Background: an optimization exercise with open tools, aiming at small area, a short achievable clock period and few clock cycles per item. Do not read the settings as production practice.
In this exercise RTL edits were held to simulation tests only and were not proved equivalent to the original.
Power is estimated from default activity; no workload was simulated.

## run 1
// damask_ga
module damask_ga (
    input  wire        clk,
    input  wire        rst,         
    input  wire        start,       
    input  wire [47:0] acc,         
    input  wire [7:0]  dks,         
    input  wire [3:0]  cls,         
    input  wire [15:0] age_gmax,    
    input  wire        age_en,      
    output reg         dec_rd,      
    output reg  [3:0]  dec_cls,     
    output reg  [5:0]  dec_idx,     
    input  wire [15:0] dec_data,    
    output reg         done,        
    output reg  [15:0] ga,          
    output reg         age_cap      
);
Settings: LEC_CHECK=0, CAP_MARGIN=20, CORE_MARGIN=2, CORE_UTILIZATION=50, CTS_CLUSTER_DIAMETER=60, CTS_CLUSTER_SIZE=12, SLEW_MARGIN=20; clock period 12.0 ns.
standard.sh (not shown) runs the stock make flow with config.mk's settings and CLKGATE_MAP_FILE= SYNTH_SCRIPT=/design/flow/synth_recipe.tcl, a recipe that flattens the netlist after the stock synthesis.
==> flow/flow/run.sh <==
#!/bin/bash
# Standard layout with two changes to how it is made (the clock and the
# constraints are unchanged):
#  - the timing repair steps aim for more setup slack than the period needs;
#  - the port buffers are plain buffers instead of the delay cells that
#    buffer_ports picks by default.
set -euo pipefail
export SETUP_SLACK_MARGIN=${MARGIN:-8.4}
export BUFFER_PORTS_ARGS="-buffer_cell sky130_fd_sc_hd__buf_1"
bash standard.sh > standard.log 2>&1
Testbench counts of run 1, summed over its fixed seeds: cycles 499,723, lamps 16,000.
Inputs modified between run 1 and run 2:
- setting SETUP_SLACK_MARGIN to 5 for the first time
==> flow/run.sh (new file) <==
#!/bin/bash
# synth_recipe.tcl (not shown) runs the flow's synth.tcl, then flattens the netlist and writes it again
# the make line also repeats each setting of config.mk as NAME=value (left out here)
make -C /OpenROAD-flow-scripts/flow DESIGN_CONFIG=/design/flow/config.mk WORK_HOME=/design/flow/orfs CLKGATE_MAP_FILE= SYNTH_SCRIPT=/design/flow/synth_recipe.tcl finish
removed: flow/flow/run.sh
removed: flow/standard.sh
- The final layout from run 2, which completed every stage, passed the timing, design-rule and antenna checks at the end of the flow.
- Lower share of the clock period used by the worst path after layout among run 1 and run 2: run 1
- The number of post-CTS setup repair buffers in run 2 sits 30 below the value recorded for run 1.
- Summary of run 2 over run 1: number of cells on the worst hold path ~0 delta; final weighted congestion in routability-driven placement +about 4%; non-clock buffer total of the final layout -37.
- Diff run 1..run 2 | clock network area share | negligible
- Run 1 has lower leakage power total than run 2.
- Looking at maximum net fanout on the critical path, run 2 sits 10 above run 1.
- Summary of run 2 over run 1: clock skew saw little to no change, final area saw an increase, total power saw a decrease.
[inputs] run 3 vs run 2
- a deleted SETUP_SLACK_MARGIN that had been 5
- an added ABC_AREA of 1
==> flow/flow/run.sh (new file) <==
#!/bin/bash
# Standard layout with two changes to how it is made (the clock and the
# constraints are unchanged):
#  - the timing repair steps aim for more setup slack than the period needs;
#  - the port buffers are plain buffers instead of the delay cells that
#    buffer_ports picks by default.
set -euo pipefail
export SETUP_SLACK_MARGIN=${MARGIN:-8.55}
export BUFFER_PORTS_ARGS="-buffer_cell sky130_fd_sc_hd__buf_2"
bash standard.sh > standard.log 2>&1
==> flow/standard.sh (new file) <==
#!/bin/bash
# synth_recipe.tcl (not shown) runs the flow's synth.tcl, then flattens the netlist and writes it again
# the make line also repeats each setting of config.mk as NAME=value (left out here)
make -C /OpenROAD-flow-scripts/flow DESIGN_CONFIG=/design/flow/config.mk WORK_HOME=/design/flow/orfs CLKGATE_MAP_FILE= SYNTH_SCRIPT=/design/flow/synth_recipe.tcl "${@:-finish}"
removed: flow/run.sh
### Flow results
Data arrival time at the worst-slack endpoint, run 3 and run 2: higher on run 2
[compare] base=run 2 new=run 3: worst setup slack for register-to-register paths went up by 1.16 ns; hold slack climbed 0.0046 ns.

The RTL this note starts from:
==> flow/design.v <==
module damask_ga (
    input  wire        clk,
    input  wire        rst,         
    input  wire        start,       
    input  wire [47:0] acc,         
    input  wire [7:0]  dks,         
    input  wire [3:0]  cls,         
    input  wire [15:0] age_gmax,    
    input  wire        age_en,      
    output reg         dec_rd,      
    output reg  [3:0]  dec_cls,     
    output reg  [5:0]  dec_idx,     
    input  wire [15:0] dec_data,    
    output reg         done,        
    output reg  [15:0] ga,          
    output reg         age_cap      
);
    localparam I_IDLE = 0, I_STR = 1, I_INT = 2, I_FAR = 3, I_DIV = 4, I_CAP = 5;
    reg [5:0]  st;
    reg [4:0]  c;        
    reg [1:0]  pa;       
    reg        pz;       
    reg [7:0]  dk;       
    reg [7:0]  R;        
    reg [17:0] W;        
    reg        odd;      
    reg [16:0] L;        
    reg [15:0] X;        
    reg [15:0] dd;       
    reg        eq;       
    reg        stop_d;   
    reg [7:0]  Bsel;     
    reg [6:0]  nzr;      
    reg [1:0]  fbr;      
    reg f_lin, f_int, f_c16, f_c14, f_c10, f_c18, f_late, f_c26;
    reg f_int1, f_int3, f_int10, f_far2, f_div0, f_last, g;
    wire in_idle = st[I_IDLE];
    wire in_str  = st[I_STR];
    wire in_int  = st[I_INT];
    wire in_far  = st[I_FAR];
    wire in_div  = st[I_DIV];
    wire in_cap  = st[I_CAP];
    wire [55:0] accx = {7'd0, acc, 1'b0};               
    wire [6:0]  nzb;                                     
    genvar gi;
    generate for (gi = 0; gi < 7; gi = gi + 1) begin : NZ
        assign nzb[gi] = |accx[8*gi +: 8];
    end endgenerate
    wire [7:0]  Bs   = Bsel >> {c[1:0], 1'b0};
    wire [6:0]  nzab = nzr >> c[4:2];                    
    wire        abv  = |nzab[6:1];
    wire        pz_n = in_idle ? ~(|acc & |dks)
                               : (~(|Bs | abv) | (dk == 8'd0));
    wire [1:0]  pa_n = in_idle ? {acc[0], 1'b0} : Bs[1:0];
    wire far_early = (|acc[47:42] & dks[7])
                   | (|acc[47:43] & |dks[7:6])
                   | (|acc[47:44] & |dks[7:5])
                   | (|acc[47:45] & |dks[7:4])
                   | (|acc[47:46] & |dks[7:3])
                   | ( acc[47]    & |dks[7:2]);
    wire [9:0] sumR = {2'b0, R} + (pa[0] ? {2'b0, dk} : 10'd0)
                                + (pa[1] ? {1'b0, dk, 1'b0} : 10'd0);
    wire       stop  = pz & (R == 8'd0);       
    wire       odd_n = W[17];
    wire [1:0] m2    = odd_n ? W[16:15] : W[15:14];
    wire [2:0] cj    = c[2:0] - 3'd3;            
    wire [5:0] j     = {cj, odd_n, m2};
    wire lin_now  = in_str & f_c18 & stop;
    wire str_late = in_str & f_late;
    wire str_far  = str_late & (stop ? (j == 6'd63) : f_c26);
    wire str_int  = str_late & stop & (j != 6'd63);
    wire tail     = in_str & f_c16 & stop_d;
    wire odd_n2   = in_str ? odd_n : odd;
    wire [1:0] fb = fbr;
    wire [15:0] s0 = fb[0] ? dd : X;
    wire [15:0] s1 = fb[1] ? dd : X;
    wire [18:0] sumL = {2'b0, L} + {3'b0, s0} + {2'b0, s1, 1'b0};
    wire [16:0] Lstep = sumL[18:2];
    wire signed [15:0] u  = {~L[15], L[14:0]};
    wire signed [15:0] u8 = u >>> 8;
    wire signed [15:0] u4 = u >>> 4;
    wire [16:0] Ltail = f_c10 ? {1'b0, L[15], {15{~L[15]}}}
                      : f_c14 ? {1'b0, ~u8[15], u8[14:0]}
                              : {1'b0, ~u4[15], u4[14:0]};
    wire [16:0] Lload = in_idle ? 17'd32768
                      : f_int3  ? {1'b0, dd} + 17'd8192
                      : f_far2  ? {1'b0, dec_data}
                      : L;
    wire [16:0] Lnext = tail ? Ltail : (f_lin | f_int) ? Lstep : Lload;
    wire [16:0] V    = L;
    wire [16:0] x1   = {X, ga[15]};
    wire [17:0] d1   = {1'b0, x1} - {1'b0, V};
    wire        q1   = ~d1[17];
    wire [15:0] r1   = q1 ? d1[15:0] : x1[15:0];
    wire        sat  = f_div0 & (V <= 17'd8192);
    wire        gt   = eq & q1 & ~g;
    wire        eq2  = eq & (q1 == g);
    wire        xit  = in_div & (sat | gt);
    reg [5:0] st_n;
    reg [4:0] c_n;
    always @(*) begin
        st_n = st;
        c_n  = c + 5'd1;
        if (rst) begin
            st_n = 6'd1 << I_IDLE;
            c_n  = 5'd0;
        end else begin
            if (in_idle) begin
                c_n = 5'd1;
                if (start & age_en)
                    st_n = far_early ? (6'd1 << I_FAR) : (6'd1 << I_STR);
            end
            if (in_str) begin
                if (str_far)      begin st_n = 6'd1 << I_FAR; c_n = 5'd1; end
                else if (str_int) begin st_n = 6'd1 << I_INT; c_n = 5'd1; end
                else if (lin_now) begin st_n = 6'd1 << I_DIV; c_n = 5'd0; end
                else if (tail)    c_n = c + (f_c10 ? 5'd8 : f_c14 ? 5'd4 : 5'd2);
            end
            if (in_int & f_int10) begin st_n = 6'd1 << I_DIV; c_n = 5'd0; end
            if (in_far & f_far2)  begin st_n = 6'd1 << I_DIV; c_n = 5'd0; end
            if (in_div & (xit | (f_last & ~eq2))) st_n = 6'd1 << I_IDLE;
            if (in_div & f_last & eq2 & ~xit)      st_n = 6'd1 << I_CAP;
            if (in_cap)                            st_n = 6'd1 << I_IDLE;
        end
    end
    wire n_str = ~rst & ((in_idle & start & age_en & ~far_early)
               | (in_str & ~str_far & ~str_int & ~lin_now));
    wire n_int = ~rst & ((in_str & str_int) | (in_int & ~f_int10));
    wire n_far = ~rst & ((in_idle & start & age_en & far_early)
               | (in_str & str_far) | (in_far & ~f_far2));
    wire n_div = ~rst & ((in_str & lin_now) | (in_int & f_int10)
               | (in_far & f_far2) | (in_div & ~f_last));
    always @(posedge clk) begin
        st <= st_n;
        c  <= c_n;
        f_lin   <= n_str & (c_n >= 5'd6) & (c_n <= 5'd18);
        f_int   <= n_int & (c_n >= 5'd4);
        f_c16   <= n_str & (c_n <= 5'd16);
        f_c14   <= (c_n <= 5'd14);
        f_c10   <= (c_n <= 5'd10);
        f_c18   <= n_str & (c_n == 5'd18);
        f_late  <= n_str & (c_n >= 5'd19);
        f_c26   <= (c_n == 5'd26);
        f_int1  <= n_int & (c_n == 5'd1);
        f_int3  <= n_int & (c_n == 5'd3);
        f_int10 <= n_int & (c_n == 5'd10);
        f_far2  <= n_far & (c_n == 5'd2);
        f_div0  <= n_div & (c_n == 5'd0);
        f_last  <= n_div & (c_n == 5'd15);
        g       <= age_gmax[4'd15 - c_n[3:0]];
        done    <= 1'b0;
        dec_rd  <= ~rst;
        dec_cls <= cls;
        dd      <= dec_data;
        dk      <= dks;
        pa      <= pa_n;
        pz      <= pz_n;
        Bsel    <= (c_n[4:2] < 3'd7) ? accx[8*c_n[4:2] +: 8] : 8'd0;
        nzr     <= nzb;
        if (n_int & (c_n == 5'd4))
            fbr <= odd_n2 ? W[2:1] : W[1:0];
        else if (n_int)
            fbr <= odd_n2 ? W[4:3] : W[3:2];
        else
            fbr <= sumR[1:0];
        R       <= in_str ? sumR[9:2] : 8'd128;
        L       <= Lnext;
        stop_d  <= stop & in_str;
        eq      <= in_div ? eq2 : 1'b1;
        if ((in_str & ~(str_late & stop)) | f_int)
            W <= {sumR[1:0], W[17:2]};
        if (in_str & str_int)
            odd <= odd_n;
        if (in_idle)
            X <= 16'd32768;
        else if (in_div)
            X <= r1;
        else if (f_c18 | in_far | f_int10)
            X <= 16'd8192;
        else if (f_int3)
            X <= dd;
        if (in_div)
            ga <= (gt | sat) ? age_gmax
                : f_div0 ? {L[15:1], q1} : {ga[14:0], q1};
        else if (in_cap)
            ga <= age_gmax;
        else
            ga <= 16'd16384;
        if (in_div & (sat | gt))
            age_cap <= 1'b1;
        else if (in_cap)
            age_cap <= ({X, 1'b0} > V);
        else
            age_cap <= 1'b0;
        if (in_idle)
            dec_idx <= (start & far_early) ? 6'd63 : 6'd0;
        else if (in_str)
            dec_idx <= str_far ? 6'd63 : str_int ? j : 6'd0;
        else if (f_int1)
            dec_idx <= dec_idx + 6'd1;
        if (rst)
            done <= 1'b0;
        else
            done <= (in_idle & start & ~age_en) | xit
                  | (in_div & f_last & ~eq2) | in_cap;
    end
endmodule
Settings: LEC_CHECK=0, ABC_AREA=1, CAP_MARGIN=20, CORE_MARGIN=2, CORE_UTILIZATION=50, CTS_CLUSTER_DIAMETER=60, CTS_CLUSTER_SIZE=12, SLEW_MARGIN=20, TNS_END_PERCENT=5; clock period 12.0 ns.
==> flow/flow/run.sh <==
#!/bin/bash
# Standard layout with two changes to how it is made (the clock and the
# constraints are unchanged):
#  - the timing repair steps aim for more setup slack than the period needs;
#  - the port buffers are plain buffers instead of the delay cells that
#    buffer_ports picks by default.
set -euo pipefail
export SETUP_SLACK_MARGIN=${MARGIN:-8.5}
export BUFFER_PORTS_ARGS="-buffer_cell sky130_fd_sc_hd__buf_2"
bash standard.sh > standard.log 2>&1
Testbench counts at the start, summed over its fixed seeds: cycles 499,723, lamps 16,000.
==> next run, changes <==
==> flow/run.sh (new file) <==
#!/bin/bash
# synth_recipe.tcl (not shown) runs the flow's synth.tcl, then flattens the netlist and writes it again
# the make line also repeats each setting of config.mk as NAME=value (left out here)
make -C /OpenROAD-flow-scripts/flow DESIGN_CONFIG=/design/flow/config.mk WORK_HOME=/design/flow/orfs CLKGATE_MAP_FILE= SYNTH_SCRIPT=/design/flow/synth_recipe.tcl finish
--- a/flow/config.mk
+++ b/flow/config.mk
@@ -13,0 +14 @@
+export SETUP_SLACK_MARGIN = 5
@@ -15 +15,0 @@
-export TNS_END_PERCENT = 5
removed: flow/flow/run.sh
removed: flow/standard.sh
Global-route usage hardly moves.
Sequential share of layout area decreases by 0.74 points.
Worst setup slack loses 1.1 ns.
Power decreases by 0.91%.
Critical path depth increases by 9.
Count of clock-buffer cells in the layout stays the same.
Clock skew increases by 0.0030 ns.
Wire length decreases by 0.86%.
Cell area increases by 2.4%.
Synthesized area does not change.
Via count decreases by 1.5%.
==> next run, changes <==
==> flow/flow/run.sh (new file) <==
#!/bin/bash
# Standard layout with two changes to how it is made (the clock and the
# constraints are unchanged):
#  - the timing repair steps aim for more setup slack than the period needs;
#  - the port buffers are plain buffers instead of the delay cells that
#    buffer_ports picks by default.
set -euo pipefail
export SETUP_SLACK_MARGIN=${MARGIN:-8.5}
export BUFFER_PORTS_ARGS="-buffer_cell sky130_fd_sc_hd__buf_2"
bash standard.sh > standard.log 2>&1
==> flow/standard.sh (new file) <==
#!/bin/bash
# synth_recipe.tcl (not shown) runs the flow's synth.tcl, then flattens the netlist and writes it again
# the make line also repeats each setting of config.mk as NAME=value (left out here)
make -C /OpenROAD-flow-scripts/flow DESIGN_CONFIG=/design/flow/config.mk WORK_HOME=/design/flow/orfs CLKGATE_MAP_FILE= SYNTH_SCRIPT=/design/flow/synth_recipe.tcl "${@:-finish}"
--- a/flow/config.mk
+++ b/flow/config.mk
@@ -14 +13,0 @@
-export SETUP_SLACK_MARGIN = 5
removed: flow/run.sh
=> The new run completed without violations. Sequential power stays flat. Routed wire length is higher by about 0.55%. Die area does not change. Synthesized area is unchanged. Power is lower by 2.5%. Clock power is lower by 4.5%.
==> next run, changes <==
--- a/flow/flow/run.sh
+++ b/flow/flow/run.sh
@@ -8 +8 @@
-export SETUP_SLACK_MARGIN=${MARGIN:-8.5}
+export SETUP_SLACK_MARGIN=${MARGIN:-8.3}
Effect: Routed wire length goes up by about 0.9%. Sequential share of layout area climbs by 0.15 points. Clock-buffer cell count rose by 1. Die area stays the same. Core utilization fell by 0.34 points. Synthesized cell count stays the same.
==> next run, changes <==
--- a/flow/flow/run.sh
+++ b/flow/flow/run.sh
@@ -8 +8 @@
-export SETUP_SLACK_MARGIN=${MARGIN:-8.3}
+export SETUP_SLACK_MARGIN=${MARGIN:-8.5}
--- a/flow/config.mk
+++ b/flow/config.mk
@@ -8 +7,0 @@
-export ABC_AREA = 1
After rerunning: Register-to-register slack is worse by 0.23 ns; non-clock buffer count increases by 27; design area went up by 2.0%; area after synthesis fell by 2.7%; first-iteration DRC count came out lower by 7.6%; power rises by 43%; routed wire length came out lower by 9.4%; critical path depth grows by 4; utilization is higher by 3.1 points; via count falls by 14%.

what the ideal ports hide:
No port has a modelled driver above. Below, the same layouts with a new extraction and two added sets of constraints. Step 1: set_driving_cell puts a clkbuf_16 on clk and a buf_2 on each other input, an assumption about the parent block. Step 2, shift: input delay + t, output delay - t, t = (earliest + latest rising clock arrival at the registers) / 2. This alone moves slack from input paths to output paths. Slacks: ideal ports / drivers / drivers and shift; pairs: ideal ports / drivers.
| run | t (ns) | slack for setup (ns) | worst hold slack (ns) | worst register clock-pin slew, ns |
|---|---|---|---|---|
| run 1 | 0.481 | 8.276 / 8.276 / 7.984 | 0.428 / 0.428 / 0.428 | 0.07 / 0.07 |
| run 2 | 0.478 | 7.421 / 7.430 / 6.951 | 0.413 / 0.413 / 0.413 | 0.07 / 0.07 |
| run 3 | 0.480 | 8.556 / 8.507 / 8.122 | 0.418 / 0.418 / 0.418 | 0.08 / 0.08 |
| the first run of note 2 | 0.485 | 8.511 / 8.487 / 8.037 | 0.426 / 0.426 / 0.426 | 0.08 / 0.08 |
| the second run of note 2 | 0.485 | 7.375 / 7.375 / 6.935 | 0.425 / 0.425 / 0.425 | 0.08 / 0.08 |
| the third run of note 2 | 0.484 | 8.538 / 8.487 / 8.064 | 0.416 / 0.416 / 0.416 | 0.07 / 0.07 |
| the fourth run of note 2 | 0.479 | 8.380 / 8.412 / 7.933 | 0.421 / 0.421 / 0.421 | 0.08 / 0.08 |
| the fifth run of note 2 | 0.479 | 8.330 / 8.330 / 7.867 | 0.422 / 0.422 / 0.422 | 0.07 / 0.07 |
After both steps every run listed still meets setup and hold.
